This design comes from an exercise in tuning for small area, a short achievable clock period and few clock cycles on the open sky130 flow, not from production work.
Function was checked by simulation only, so behaviour that the tests miss may differ from the original.

## csl_rs_decoder
module csl_rs_decoder (
    input  wire        clk,
    input  wire        rst,
    input  wire        in_valid,
    output wire        in_ready,
    input  wire [7:0]  in_data,
    input  wire        in_last,
    output wire        out_valid,
    input  wire        out_ready,
    output wire        out_uncorr,
    output wire [3:0]  out_nerr,
    output wire [63:0] out_pos,
    output wire [63:0] out_val
);
For scale: ~860 flip-flops, ~150 I/O pins, roughly 43,000 µm² of cells after synthesis.
==> flow/config.mk <==
export PLATFORM = sky130hd
export DESIGN_NAME = csl_rs_decoder
export DESIGN_NICKNAME = csl_rs_decoder
export VERILOG_FILES = /design/flow/design.v
export SDC_FILE = /design/flow/constraint.sdc
export NUM_CORES = 4
export LEC_CHECK = 0
export CAP_MARGIN = 20
export CORE_MARGIN = 2
export CORE_UTILIZATION = 55
export PLACE_DENSITY = 0.65
export SLEW_MARGIN = 20
==> flow/constraint.sdc <==
create_clock -name core_clock -period 10.0 [get_ports {clk}]
set_input_delay 2.0000 -clock core_clock [delete_from_list [all_inputs] [get_ports {clk}]]
set_output_delay 2.0000 -clock core_clock [all_outputs]
set_load 0.01 [all_outputs]
standard.sh (not shown) runs the stock make flow with config.mk's settings and CLKGATE_MAP_FILE= SYNTH_SCRIPT=/design/flow/synth_recipe.tcl, a recipe that flattens the netlist after the stock synthesis.
==> flow/flow/run.sh <==
#!/bin/bash
set -euo pipefail
bash standard.sh SETUP_SLACK_MARGIN=6.6 "BUFFER_PORTS_ARGS=-buffer_cell sky130_fd_sc_hd__buf_2" finish > layout_make.log 2>&1
Testbench counts at the start, summed over its fixed seeds: cycles 73,265.
Rerun with:
==> flow/flow/run.sh (replaced) <==
#!/bin/bash
set -euo pipefail
bash standard.sh SETUP_SLACK_MARGIN=6.6 finish > layout_make.log 2>&1
CORE_UTILIZATION = 40   (was 55)
PLACE_DENSITY = 0.6   (was 0.65)
- first-iteration DRC count climbs by 1.5%
- wire length rose by about 3%
- area after synthesis does not change
- utilization shrinks by 16 points
- register-to-register slack gains 0.03 ns
- clock skew grows by 0.039 ns
- fmax is lower by about 1.5%
- critical path depth decreases by 8

---

Starting RTL as in the previous note.
Settings: LEC_CHECK=0, ABC_AREA=1, CAP_MARGIN=20, CORE_MARGIN=2, CORE_UTILIZATION=55, PLACE_DENSITY=0.65, SLEW_MARGIN=20; clock period 10.0 ns.
==> flow/flow/run.sh <==
#!/bin/bash
set -euo pipefail
bash standard.sh SETUP_SLACK_MARGIN=6.8 "BUFFER_PORTS_ARGS=-buffer_cell sky130_fd_sc_hd__buf_2" \
  "CTS_ARGS=-sink_clustering_enable -repair_clock_nets -sink_clustering_size 24 -sink_clustering_max_diameter 120 -buf_list sky130_fd_sc_hd__clkbuf_16" \
  finish > layout_make.log 2>&1
Testbench counts at the start, summed over its fixed seeds: cycles 73,265.
Next try:
==> flow/flow/run.sh (replaced) <==
#!/bin/bash
set -euo pipefail
bash standard.sh SETUP_SLACK_MARGIN=6.8 "BUFFER_PORTS_ARGS=-buffer_cell sky130_fd_sc_hd__buf_2" finish > layout_make.log 2>&1
Settings changed: ABC_AREA 1 to not set.
- The new run completed with no timing, DRC or antenna violations
- global-route usage decreases by 1.8 points
- clock-buffer cell count went up by 79
- routed wire length is lower by about 12%
Next try:
==> flow/flow/run.sh (replaced) <==
#!/bin/bash
set -euo pipefail
bash standard.sh SETUP_SLACK_MARGIN=6.6 "BUFFER_PORTS_ARGS=-buffer_cell sky130_fd_sc_hd__buf_2" finish > layout_make.log 2>&1
Settings changed: CTS_BUF_LIST set to sky130_fd_sc_hd__clkbuf_4.
=> The changed run ran to the end with no violations. Clock-buffer cell count is higher by 203. Worst setup slack got worse by 0.45 ns. Die area stays the same. Non-clock buffer count rises by 92. Utilization goes up by 1.6 points.
Next try:
==> flow/flow/run.sh (replaced) <==
#!/bin/bash
set -euo pipefail
bash standard.sh SETUP_SLACK_MARGIN=6.8 "BUFFER_PORTS_ARGS=-buffer_cell sky130_fd_sc_hd__buf_2" \
  "CTS_ARGS=-sink_clustering_enable -repair_clock_nets -sink_clustering_size 24 -sink_clustering_max_diameter 120 -buf_list sky130_fd_sc_hd__clkbuf_16" \
  finish > layout_make.log 2>&1
Settings changed: CORE_UTILIZATION 55 to 65, CTS_BUF_LIST sky130_fd_sc_hd__clkbuf_4 to not set, PLACE_DENSITY 0.65 to 0.72.
What happened:
- final area came out lower by 7.3%
- global-route usage went up by 4.1 points
- synthesized cell count does not change
- utilization rose by 6.0 points
- die area came out lower by 15%
- worst setup slack improved by 0.41 ns
- wire length is lower by 3.5%
- sequential cell count stays the same
Next try:
Settings changed: CORE_UTILIZATION 65 to 55, PLACE_DENSITY 0.72 to 0.65.
The new run passed the timing, design-rule and antenna checks; final cell count goes up by 3.8%; hold slack is worse by 0.0035 ns; via count goes down by 2.8%; clock skew goes up by 0.0049 ns; register-to-register slack is better by 0.06 ns; wire length goes down by 2.6%.
Next try:
==> flow/flow/run.sh (replaced) <==
#!/bin/bash
set -euo pipefail
bash standard.sh SETUP_SLACK_MARGIN=6.6 "BUFFER_PORTS_ARGS=-buffer_cell sky130_fd_sc_hd__buf_2" finish > layout_make.log 2>&1
Settings changed: CTS_CLUSTER_SIZE set to 30.
The changed run ran to the end with no violations.
Setup slack gets worse by 0.12 ns.
Global-route usage goes up by 0.48 points.
Core utilization goes up by 2.2 points.
Register-to-register slack gets worse by 0.14 ns.
Via count goes up by 0.42%.
Synthesized area does not change.

---

## run B
csl_rs_decoder, a different RTL version from the one above (not shown whole).
Size in the first run: roughly 4100 cells after synthesis.
export LEC_CHECK = 0
export CAP_MARGIN = 20
export CORE_MARGIN = 2
export CORE_UTILIZATION = 40
export PLACE_DENSITY = 0.6
export SLEW_MARGIN = 20
create_clock -name core_clock -period 10.0 [get_ports {clk}]
==> flow/flow/run.sh <==
#!/bin/bash
set -euo pipefail
bash standard.sh SETUP_SLACK_MARGIN=6.6 finish > layout_make.log 2>&1
Testbench counts of run B, summed over its fixed seeds: cycles 73,158.
Input-level comparison between run F and run B:
==> flow/flow/run.sh <==
#!/bin/bash
set -euo pipefail
bash standard.sh SETUP_SLACK_MARGIN=7.2 finish > layout_make.log 2>&1
Findings:
- Run F ended with every stage complete and zero timing, DRC or antenna violations.
- Re largest stage delay on the critical path: run F and run B aren't equal, and the higher value belongs to run F.
- Changes observed in run F relative to run B: vias per cell stayed essentially flat, synthesis-to-layout area growth rose by 11 points, worst clock skew on the final layout fell by 0.026 ns.
- Met1 layer usage reported by global route (lower): run B
- Relative to run B, final cycle utilization of the critical path has decreased by 1.2 points in run F.

---

csl_rs_decoder, a different RTL version from the one above (not shown whole).
Size: ~4,000 cells after synthesis, about 870 flip-flops, roughly 150 I/O pins, ~43,000 um^2 of cells after synthesis.
// csl_rs_decoder
module csl_rs_decoder (
    input  wire        clk,
    input  wire        rst,
    input  wire        in_valid,
    output wire        in_ready,
    input  wire [7:0]  in_data,
    input  wire        in_last,
    output wire        out_valid,
    input  wire        out_ready,
    output wire        out_uncorr,
    output wire [3:0]  out_nerr,
    output wire [63:0] out_pos,
    output wire [63:0] out_val
);
  function [7:0] gf_mul;
    input [7:0] a;
    input [7:0] b;
    integer k;
    reg [7:0] p;
    reg [7:0] s;
    begin
      p = 8'h00;
      s = a;
      for (k = 0; k < 8; k = k + 1) begin
        if (b[k]) p = p ^ s;
        s = {s[6:0], 1'b0} ^ (s[7] ? 8'h1D : 8'h00);
      end
      gf_mul = p;
    end
  endfunction
  function [3:0] g16_mul;
    input [3:0] a;
    input [3:0] b;
    reg [6:0] p;
    begin
      p = ({7{b[0]}} & {3'b000, a}) ^ ({7{b[1]}} & {2'b00, a, 1'b0}) ^
          ({7{b[2]}} & {1'b0, a, 2'b00}) ^ ({7{b[3]}} & {a, 3'b000});
      g16_mul = p[3:0] ^ {p[6:4], 1'b0} ^ {1'b0, p[6:4]};
    end
  endfunction
  function [3:0] g16_inv;
    input [3:0] a;
    begin
      case (a)
        4'h0: g16_inv = 4'h0;  4'h1: g16_inv = 4'h1;  4'h2: g16_inv = 4'h9;  4'h3: g16_inv = 4'hE;
        4'h4: g16_inv = 4'hD;  4'h5: g16_inv = 4'hB;  4'h6: g16_inv = 4'h7;  4'h7: g16_inv = 4'h6;
        4'h8: g16_inv = 4'hF;  4'h9: g16_inv = 4'h2;  4'hA: g16_inv = 4'hC;  4'hB: g16_inv = 4'h5;
        4'hC: g16_inv = 4'hA;  4'hD: g16_inv = 4'h4;  4'hE: g16_inv = 4'h3;  default: g16_inv = 4'h8;
      endcase
    end
  endfunction
  function [7:0] to_comp;
    input [7:0] x;
    begin
      to_comp = ({8{x[0]}} & 8'd1)  ^ ({8{x[1]}} & 8'd43) ^ ({8{x[2]}} & 8'd64)  ^ ({8{x[3]}} & 8'd33) ^
                ({8{x[4]}} & 8'd50) ^ ({8{x[5]}} & 8'd193) ^ ({8{x[6]}} & 8'd72) ^ ({8{x[7]}} & 8'd22);
    end
  endfunction
  function [7:0] from_comp;
    input [7:0] x;
    begin
      from_comp = ({8{x[0]}} & 8'd1)   ^ ({8{x[1]}} & 8'd78) ^ ({8{x[2]}} & 8'd153) ^ ({8{x[3]}} & 8'd68) ^
  ...
clock: 10.0 ns
lec_check: 0
cap_margin: 20
core_margin: 2
core_utilization: 60
place_density: 0.68
slew_margin: 20
==> flow/flow/run.sh <==
#!/bin/bash
set -euo pipefail
bash standard.sh SETUP_SLACK_MARGIN=6.8 "BUFFER_PORTS_ARGS=-buffer_cell sky130_fd_sc_hd__buf_2" \
  "CTS_ARGS=-sink_clustering_enable -repair_clock_nets -sink_clustering_size 24 -sink_clustering_max_diameter 120 -buf_list sky130_fd_sc_hd__clkbuf_16" \
  finish > layout_make.log 2>&1
The baseline passed the timing, design-rule and antenna checks.
Testbench counts at the start, summed over its fixed seeds: cycles 72,947.
Next try:
Settings changed: CORE_UTILIZATION 60 to 55, PLACE_DENSITY 0.68 to 0.65.
After rerunning:
- cell area hardly moves
- wire length came out higher by 1.9%
- clock-buffer cell count shrinks by 3
- setup slack stays flat

==> what the ideal ports hide <==
The results above use ideal ports. As a check the final layouts listed here were re-extracted and re-timed, cells and wires unchanged.
Step 1 assumes that a clkbuf_16 drives the clock port and a buf_2 every other input.
Step 2 times the ports against the registers' clock, not the clock port: input delays grow and output delays shrink by t, the midpoint of the rising clock arrivals with the driver on.
a / b / c = ideal ports / drivers / drivers and shift; a / b = the first two.
| run | shift t [ns] | setup slack, ns | worst hold slack (ns) |
|---|---|---|---|
| the first run of note 1 | 0.706 | 6.714 / 6.701 / 6.714 | 0.441 / 0.441 / 0.441 |
| the second run of note 1 | 0.721 | 6.665 / 6.602 / 6.284 | 0.440 / 0.440 / 0.440 |
| the first run of note 2 | 0.683 | 6.721 / 6.652 / 6.751 | 0.453 / 0.453 / 0.453 |
| the second run of note 2 | 0.694 | 6.829 / 6.770 / 6.830 | 0.444 / 0.444 / 0.444 |
| the third run of note 2 | 1.144 | 6.377 / 6.313 / 6.684 | 0.442 / 0.442 / 0.442 |
| the fourth run of note 2 | 0.663 | 6.791 / 6.791 / 6.791 | 0.461 / 0.461 / 0.461 |
| the fifth run of note 2 | 0.680 | 6.837 / 6.769 / 6.845 | 0.457 / 0.457 / 0.457 |
| the sixth run of note 2 | 0.706 | 6.714 / 6.701 / 6.714 | 0.441 / 0.441 / 0.441 |
| run B | 0.734 | 6.655 / 6.585 / 6.162 | 0.392 / 0.392 / 0.392 |
| run F | 0.742 | 6.774 / 6.697 / 6.552 | 0.371 / 0.371 / 0.371 |
| the first run of note 4 | 0.675 | 6.840 / 6.771 / 6.814 | 0.455 / 0.455 / 0.455 |
| the second run of note 4 | 0.686 | 6.838 / 6.771 / 6.845 | 0.453 / 0.453 / 0.453 |
After both steps setup and hold are still met in every run listed. For run B, which loses most, drivers alone change the setup slack by -0.070 ns; drivers and shift together by -0.493 ns.
